Context: an optimization exercise on an open-source flow, tuned for small area and a short achievable clock period. The choices shown serve that exercise and are no tape-out recipe.
Where RTL was checked, it was by simulation tests only, not by an equivalence proof against the original.
For run 2, only the layout was checked, not whether the RTL still works.
In every run shown here, the design's own scripts or RTL, not TritonCTS, make the clock network.
The clock input has no modelled driver; a real chip could not lean on it and would need a root buffer or a full tree.
Power is estimated from default activity; no workload was simulated.

==> flow/design.v (outline; a module is shown in full before it is edited, if it fits) <==
// module adc_correct: 1804 lines
module adc_correct (
    input  wire        clk,
    input  wire        rst,           
    input  wire        cfg_we,
    input  wire [4:0]  cfg_addr,      
    input  wire [31:0] cfg_wdata,
    input  wire        swap,          
    output wire        active_half,
    input  wire        in_valid,
    input  wire [15:0] in_code,
    output reg         out_valid,
    output reg  [23:0] out_sample,
    output reg         out_sat
);
  // ...
==> flow/flow/run.sh <==
#!/bin/bash
# The standard layout (standard.sh, unchanged synthesis), with changes to
# how the layout is optimised; the constraints and clock are the standard flow's own:
#  - repair_timing keeps 16.75 ns of extra setup slack (sizes for a ~5.4 ns period)
#  - the port buffers are buf_2 cells instead of the resizer's default pick
#  - after CTS, flow/post_cts.tcl replaces TritonCTS's three-level clock tree
#    with a balanced two-level one (4 roots on the clock port, 26-register
#    leaf clusters) and repairs timing again
set -euo pipefail
cd "$(dirname "$0")/.."
bash standard.sh SETUP_SLACK_MARGIN=16.75 \
  "BUFFER_PORTS_ARGS=-buffer_cell sky130_fd_sc_hd__buf_2" \
  "POST_CTS_TCL=$PWD/flow/post_cts.tcl" \
  finish > standard_flow.log 2>&1
==> flow/flow/build_tree.tcl <==
# Custom two-level clock tree: the clock port drives NROOT clkbuf_16 roots,
# each root drives the leaf clkbuf_16 buffers of its region, each leaf drives
# a cluster of at most LEAFMAX register clock pins. Clusters come from
# recursive median bisection of the pin positions.
proc ct_bisect {items depth maxn} {
  # items: list of {iterm x y}; returns list of clusters
  if {[llength $items] <= $maxn} { return [list $items] }
  set xs [lsort -integer [lmap it $items {lindex $it 1}]]
  set ys [lsort -integer [lmap it $items {lindex $it 2}]]
  set dx [expr {[lindex $xs end] - [lindex $xs 0]}]
  set dy [expr {[lindex $ys end] - [lindex $ys 0]}]
  set k [expr {$dx >= $dy ? 1 : 2}]
  set s [lsort -integer -index $k $items]
  set h [expr {[llength $s] / 2}]
  return [concat [ct_bisect [lrange $s 0 [expr {$h-1}]] [expr {$depth+1}] $maxn] \
                 [ct_bisect [lrange $s $h end] [expr {$depth+1}] $maxn]]
}
proc ct_centroid {items} {
  set sx 0; set sy 0
  foreach it $items { set sx [expr {$sx + [lindex $it 1]}]; set sy [expr {$sy + [lindex $it 2]}] }
  set n [llength $items]
  return [list [expr {$sx / $n}] [expr {$sy / $n}]]
}
proc ct_build {nroot leafmax} {
  set db [ord::get_db]
  set block [ord::get_db_block]
  set master [$db findMaster sky130_fd_sc_hd__clkbuf_16]
  set clk [$block findNet clk]
  set sinks {}
  foreach it [$clk getITerms] {
    if {[$it isInputSignal]} {
      set xy [$it getAvgXY]
      lappend sinks [list $it [lindex $xy 1] [lindex $xy 2]]
    }
  }
  puts "ct: [llength $sinks] sinks"
  # leaf clusters
  set clusters [ct_bisect $sinks 0 $leafmax]
  puts "ct: [llength $clusters] leaf clusters"
  # leaves as items for root grouping
  set leaves {}
  set i 0
  foreach c $clusters {
    set xy [ct_centroid $c]
    lappend leaves [list $i [lindex $xy 0] [lindex $xy 1]]
    incr i
  }
  set per [expr {int(ceil(double([llength $leaves]) / $nroot))}]
  set groups [ct_bisect $leaves 0 $per]
  puts "ct: [llength $groups] root groups"
  set r 0
  foreach g $groups {
    set rxy [ct_centroid $g]
    set rinst [odb::dbInst_create $block $master "ctroot_$r"]
    $rinst setLocation [lindex $rxy 0] [lindex $rxy 1]
    $rinst setPlacementStatus PLACED
    [$rinst findITerm A] connect $clk
    set rnet [odb::dbNet_create $block "ctroot_net_$r"]
    $rnet setSigType CLOCK
    [$rinst findITerm X] connect $rnet
    foreach l $g {
      set li [lindex $l 0]
      set linst [odb::dbInst_create $block $master "ctleaf_$li"]
      $linst setLocation [lindex $l 1] [lindex $l 2]
      $linst setPlacementStatus PLACED
      [$linst findITerm A] connect $rnet
      set lnet [odb::dbNet_create $block "ctleaf_net_$li"]
      $lnet setSigType CLOCK
      [$linst findITerm X] connect $lnet
      foreach s [lindex $clusters $li] {
        set it [lindex $s 0]
        $it disconnect
        $it connect $lnet
      }
    }
    incr r
  }
}
==> flow/flow/post_cts.tcl <==
# POST_CTS hook: replace TritonCTS's three-level clock tree with a balanced
# two-level one.  The clock port drives 4 clkbuf_16 roots; each root drives
# the clkbuf_16 leaves of its quarter of the registers; each leaf drives a
# cluster of at most 26 register clock pins (recursive median bisection of
# the pin positions).  Every register sees the same two buffer levels.
# Timing is then repaired as cts.tcl does and the placement legalised.
source [file join [file dirname [info script]] build_tree.tcl]

proc ct_rip {} {
  set block [ord::get_db_block]
  set clk [$block findNet clk]
  set sinks {}
  set dead_insts {}
  set dead_nets {}
  set frontier [list $clk]
  while {[llength $frontier]} {
    set net [lindex $frontier 0]
    set frontier [lrange $frontier 1 end]
    foreach it [$net getITerms] {
      if {![$it isInputSignal]} continue
      set inst [$it getInst]
      set m [[$inst getMaster] getName]
      if {[regexp {__(clkbuf|clkinv|buf|inv|clkdlybuf\w*|dlygate\w*)_\d+$} $m]} {
        lappend dead_insts $inst
        foreach ot [$inst getITerms] {
          if {[$ot isOutputSignal] && [$ot getNet] ne "NULL"} {
            lappend frontier [$ot getNet]
            lappend dead_nets [$ot getNet]
          }
        }
      } else {
        lappend sinks $it
      }
    }
  }
  puts "ct_rip: [llength $dead_insts] clock tree cells removed, [llength $sinks] sinks"
  foreach it $sinks { $it disconnect }
  foreach inst $dead_insts { odb::dbInst_destroy $inst }
  foreach net $dead_nets { odb::dbNet_destroy $net }
  foreach it $sinks { $it connect $clk }
}

ct_rip
ct_build 4 26
set_propagated_clock [all_clocks]
log_cmd detailed_placement
log_cmd estimate_parasitics -placement
report_clock_latency
repair_timing_helper
log_cmd detailed_placement
check_placement -verbose
log_cmd estimate_parasitics -placement
report_clock_latency
==> flow/standard.sh <==
#!/bin/bash
# synth_recipe.tcl (not shown) runs the flow's synth.tcl, then flattens the netlist and writes it again
# the make line also repeats each setting of config.mk as NAME=value (left out here)
make -C /OpenROAD-flow-scripts/flow DESIGN_CONFIG=/design/flow/config.mk WORK_HOME=/design/flow/orfs CLKGATE_MAP_FILE= SYNTH_SCRIPT=/design/flow/synth_recipe.tcl "${@:-finish}"
==> flow/config.mk <==
export PLATFORM = sky130hd
export DESIGN_NAME = adc_correct
export DESIGN_NICKNAME = adc_correct
export VERILOG_FILES = /design/flow/design.v
export SDC_FILE = /design/flow/constraint.sdc
export NUM_CORES = 4
export LEC_CHECK = 0
export CAP_MARGIN = 20
export CORE_MARGIN = 2
export CORE_UTILIZATION = 55
export CTS_CLUSTER_DIAMETER = 90
export CTS_CLUSTER_SIZE = 26
export SLEW_MARGIN = 20
==> flow/constraint.sdc <==
create_clock -name core_clock -period 22.0 [get_ports {clk}]
set_input_delay 4.4000 -clock core_clock [delete_from_list [all_inputs] [get_ports {clk}]]
set_output_delay 4.4000 -clock core_clock [all_outputs]
set_load 0.01 [all_outputs]
==> summary.md, run 1 <==
| Metric | Value |
|---|---|
| Leakage | `0.0256 µW` |
| Non-clock inverters | `392` |
| Drt first pass iters | `6` |
| Met3 Routed Length | `18000 µm` |
| Critical path peak fanout | `2` |
| Status | `no timing/DRC/antenna violations` |
| Hold EP | `b_gsel[1]` |
| Biggest regs | `lin_t0: 512 flops, lin_t1: 512 flops, w_data: 32 flops` |
| Busiest metal layer after global routing | `met2` |
| Met2 Routed Length | `105000 µm` |
| Worst path depth | `1` |
| Seq power | `3190 µW` |
| Final Non-Filler Cells | `6738` |
| Total number of yosys warnings | `3` |
| Fill count | `9952` |
| Vias | `43886` |
| Total core area | `126000 µm²` |
| Register area | `40700 µm²` |
| Worst-Margin Slew | `1140 ps` |
| Clock share of power | `21.7%` |
| Nature of the critical path endpoint | `output pin` |
| DR iter-0 viols | `5055` |
| Number of synthesized flops with an enable pin | `1120` |
| NumNets Final | `5675` |
| Multi-input combinational area share | `35.9%` |
| Clock slew at reported path FFs | `90 ps` |
| Reg2Reg Setup Slack | `16830 ps` |
| Internal power | `4330 µW` |
| Synth Flop Type | `edfxtp_1` |
==> inputs of run 2 (changes only) <==
--- a/flow/design.v
+++ b/flow/design.v
@@ -1778,27 +1778,26 @@
     assign t2_A[47] = t2_c848;
     assign t2_B[47] = t2_s849;
     assign t2_A[48] = t2_c850;
     assign t2_B[48] = t2_s851;
     assign t2_A[49] = t2_c852;
     assign t2_B[49] = t2_s853;
     wire [22:0] low2 = t2_A[21:0] + t2_B[21:0];
     reg        d_valid;
-    reg [27:0] d_ha, d_hb;
-    reg        d_c;
+    reg [27:0] d_zh;                  
+    reg        d_c;                   
     reg        d_rail;
     always @(posedge clk) begin
         d_valid <= ~rst & c_valid;
-        d_ha    <= t2_A[49:22];
-        d_hb    <= t2_B[49:22];
+        d_zh    <= t2_A[49:22] + t2_B[49:22];
         d_c     <= low2[22];
         d_rail  <= c_rail;
     end
-    wire [27:0] z  = d_ha + d_hb + {27'd0, d_c};
+    wire [27:0] z  = d_zh + {27'd0, d_c};
     wire        hi = ~z[27] & (|z[26:23]);
     wire        lo =  z[27] & ~(&z[26:23]);
     always @(posedge clk) begin
         out_valid  <= ~rst & d_valid;
         out_sample <= hi ? 24'h7F_FFFF : lo ? 24'h80_0000 : z[23:0];
         out_sat    <= hi | lo | d_rail;
     end
 endmodule
==> flow/flow/run.sh (replaced) <==
#!/bin/bash
# The standard layout (standard.sh, unchanged synthesis), with changes to
# how the layout is optimised; the constraints and clock are the standard flow's own:
#  - repair_timing keeps 16.6 ns of extra setup slack (sizes for a ~5.4 ns period)
#  - the port buffers are buf_2 cells instead of the resizer's default pick
#  - after CTS, flow/post_cts.tcl replaces TritonCTS's three-level clock tree
#    with a balanced two-level one (4 roots on the clock port, 26-register
#    leaf clusters) and repairs timing again
set -euo pipefail
cd "$(dirname "$0")/.."
bash standard.sh SETUP_SLACK_MARGIN=16.6 \
  "BUFFER_PORTS_ARGS=-buffer_cell sky130_fd_sc_hd__buf_2" \
  "POST_CTS_TCL=$PWD/flow/post_cts.tcl" \
  finish > standard_flow.log 2>&1
==> summary.md, run 2 <==
| Metric | Value |
|---|---|
| Ratio of cells with drive above 1 in the final layout | `13.6%` |
| Commonest non-fill, non-tap cell in the layout | `edfxtp_1` |
| Grt total ovfl | `0` |
| Crit-path leading delay family | `adder cells` |
| Hold EP | `b_gsel[1]` |
| Die ar. | `129000 µm²` |
| Slowest Stage Delay on Critical Path | `540 ps` |
| Post-Route M1 WL | `84100 µm` |
| Drt first pass iters | `7 (+1)` |
| NumNets Final | `5745 (+1.2%)` |
| Worst path slowest cell | `fa_1` |
| RR Endpoint | `d_zh[27]` |
| Fill count | `9672 (-2.8%)` |
| First-pass GRT wire length | `324000 µm` |
| Biggest regs | `lin_t0: 512 flops, lin_t1: 512 flops, w_data: 32 flops` |
| RSZ-0062 raised after global routing | `yes` |
| Internal power | `4650 µW (+7.3%)` |
| FF+latch count, synth | `1437` |
| Final RePlAce weighted congestion | `0.859` |
| Post-synthesis average cell area | `13.6 µm²` |
| Die Width | `359 µm` |
| Combinational Power Share | `35.1%` |
| Avg Vias per Cell | `6.64` |
| Crit-path cells | `buf_12, a22oi_2, xor2_1, fa_2, fa_2, fa_1, fa_1, fa_1, inv_1, ha_1, a211oi_2, o211ai_1, a32oi_2, o41a_1, o21a_1, o211ai_1, a21o_1, a21oi_2, xnor2_1` |
| Highest Signal Layer | `met5` |
| Reg2Reg Depth | `19` |
| Slew HR | `18.0%` |
| Ys async rst share | `0%` |
| Final ANT Viol Nets | `0` |
| Worst Path Arrival | `6030 ps` |
| Synth top area cells | `edfxtp_1 48%, fa_1 10%, dfxtp_1 9.1%` |
| Final setup violation count | `0` |
| IO Count | `85` |
| Area growth syn-to-layout | `10.4%` |
| Critical path class | `flop to flop` |
| Hold path cells | `0` |
| Die Y | `359 µm` |
| Synthesized cell area | `69400 µm²` |
| Register area share after synthesis | `57.6%` |
| Commonest non-fill, non-tap cells in the layout | `1120 x edfxtp_1, 738 x a22oi_1, 376 x inv_1` |
| Clock latency (worst-skew pair) | `540 ps` |
| CP dominant cell by count | `fa_1` |
| Commonest cells post-synth | `1120 x edfxtp_1, 786 x a22oi_1, 385 x inv_1, 360 x fa_1` |
| Largest net degree at the start of global routing | `54` |
| CTS Sinks | `1437` |
| R2r startpoint | `c_g_one2` |
| Cells after synthesis | `5101` |
| Status | `no timing/DRC/antenna violations` |
| Placed cells | `6642` |
| Reg power frac | `45.3%` |
| # rows | `130` |
| Worst vdd ir | `0.0000855 V` |
| Maxcap violations | `0` |
| Leakage | `0.0262 µW (+2.4%)` |
| Initial antenna violation count | `8` |
| Met3 Routed Length | `20500 µm (+14%)` |
| Clock slew at reported path FFs | `120 ps (+30 ps)` |
| Nature of the critical path endpoint | `flop` |
| Worst Path Buf+Inv | `2` |
| Syn nets | `5698` |
| Min-Delay Path Class | `flop to flop` |
| Hold Fails Final Rpt | `0` |
| Reg2Reg Setup Slack | `16380 ps (-450 ps)` |
| Max Fclk | `178 MHz` |
| Worst-Margin Slew | `1230 ps (+84.1 ps)` |
| Switching Power | `2310 µW` |
| Crit start category | `flop` |
| Vias | `45176 (+2.9%)` |
| PortBufs | `84` |
| Sw Ratio | `33.2%` |
| Number of global-route vias before repair | `44380` |
| DR iter-0 viols | `5769 (+14%)` |
| Total core area | `125000 µm² (-0.13%)` |
| Count of cell types in the netlist | `77` |
| Most common cell in the netlist | `edfxtp_1` |
| Critical path peak fanout | `13 (+11)` |
| Clock share of power | `19.6% (-2.1 points)` |
| Synth area leader | `edfxtp_1` |
| Slew Viols, Final | `0` |
| Initial Util | `55.3%` |
| DPL Wire Length | `126000 µm` |
| Setup TNS | `0 ps` |
| CP required | `22410 ps` |
| Post-synth top area share | `48.5%` |
| Period minus WS final | `5620 ps` |
| Met2 Routed Length | `111000 µm (+5.7%)` |
| Cell Pwr Density | `90.8 nW/µm²` |
| Total number of yosys warnings | `3 (unchanged)` |
| Crit share post-route | `25.6%` |
| Number of synthesized flops with an enable pin | `1120 (unchanged)` |
| GRT Overall Usage | `34.8%` |
| DRC errors left | `0` |
| Min-Delay Startpoint | `a_gsel[1]` |
| Drt total wl | `226000 µm` |
| Final Non-Filler Cells | `6799 (+0.91%)` |
| WL/cell | `33.3 µm` |
| Synth Flop Type | `edfxtp_1` |
| Clock Skew | `53.8 ps` |
## run 2: changes by cell type after synthesis, moves of 8 or more
cell	before	now
nand4_1	83	91
o21ai_0	104	89
o21ai_1	1	33
xor2_1	272	282
dfxtp_1	345	317
nor3_1	19	28
clkbuf_1	301	317
xnor2_1	231	245
buf_1	50	36
a21o_1	56	45
## run 2: logic make-up after synthesis
logic type	after synthesis	share of synthesized area, %
DFF	1437	57.6
muxes	10	0.148
xor gates and xnor gates	527	6.65
and+or+nand+nor	595	4.62
AOI/OAI and AO/OA	1249	13.3
buffers and inverters	744	4.03
adders and majority gates	539	13.6
## run 2: worst max path at each step
stage | start | slack [ps] | cells past startpoint | to
detailed placement | c_g_neg3 | 15450 | 21 | d_zh[26]
floorplan | c_g_two1 | 16550 | 22 | d_zh[27]
global placement | c_g_neg3 | 15580 | 21 | d_zh[26]
global route | c_y[20] | 16150 | 22 | d_zh[26]
finish | c_g_one2 | 16380 | 19 | d_zh[27]
## run 2: final cells by class
class	count	area (µm²)	share of cell area [%]
flip-flops and latches	1437	40200	52.5
clock inverters	1	30.0	0.0392
multi-input cells	2920	27500	35.9
inverters	387	1460	1.90
repair buffers	334	3580	4.68
plain buffers	68	1700	2.22
diodes	2	5.00	0.00654
well taps	1650	2060	2.70
## run 2: layer usage
metal  vias to the layer above  track usage, %
met1                     23296            45.2
met3                       518            5.27
met5                         -               0
met2                      2520            59.3
met4                        12            13.2
li1                      18830               -
## run 2: stage by stage
stage	hold WS [ps]	cell area (µm²)	worst slack [ps]	utilization, %	power, µW
after floorplan	310	69600	16550	-	4480
after global placement	313	72000	15580	57.4	5100
after detailed placement	312	72000	15450	57.4	5110
after global routing	341	76600	16150	61.1	7240
final	333	76600	16380	61.1	6960
## run 2: power groups by stage
| stage | logic, µW | clock network [µW] | registers (µW) |
|---|---|---|---|
| floorplan | 1310 | 0 | 3170 |
| global placement | 1920 | 0 | 3190 |
| detailed placement | 1930 | 0 | 3190 |
| global route | 2620 | 1450 | 3170 |
| finish | 2440 | 1360 | 3150 |

[separate check: timing with driven ports]
The results above use ideal ports. As a check the final layouts listed here were re-extracted and re-timed, cells and wires unchanged. Step 1, drivers: a clkbuf_16 drives clk and a buf_2 each remaining input, both assumed. Step 2 times the ports against the registers' clock, not the clock port: input delays grow and output delays shrink by t, the midpoint of the rising clock arrivals with the driver on. Slacks: no drivers / after step 1 / after step 2; pairs: no drivers / after step 1.
| run | t, ns | setup slack, ns | worst setup path at the end |
|---|---|---|---|
| run 1 | 0.659 | 16.627 / 16.472 / 16.516 | input to register |
| run 2 | 0.665 | 16.379 / 16.379 / 16.216 | input to register |
After both steps setup and hold are still met in every run listed. For run 2, which loses most, drivers alone change the setup slack by 0.000 ns; drivers and shift together by -0.163 ns.
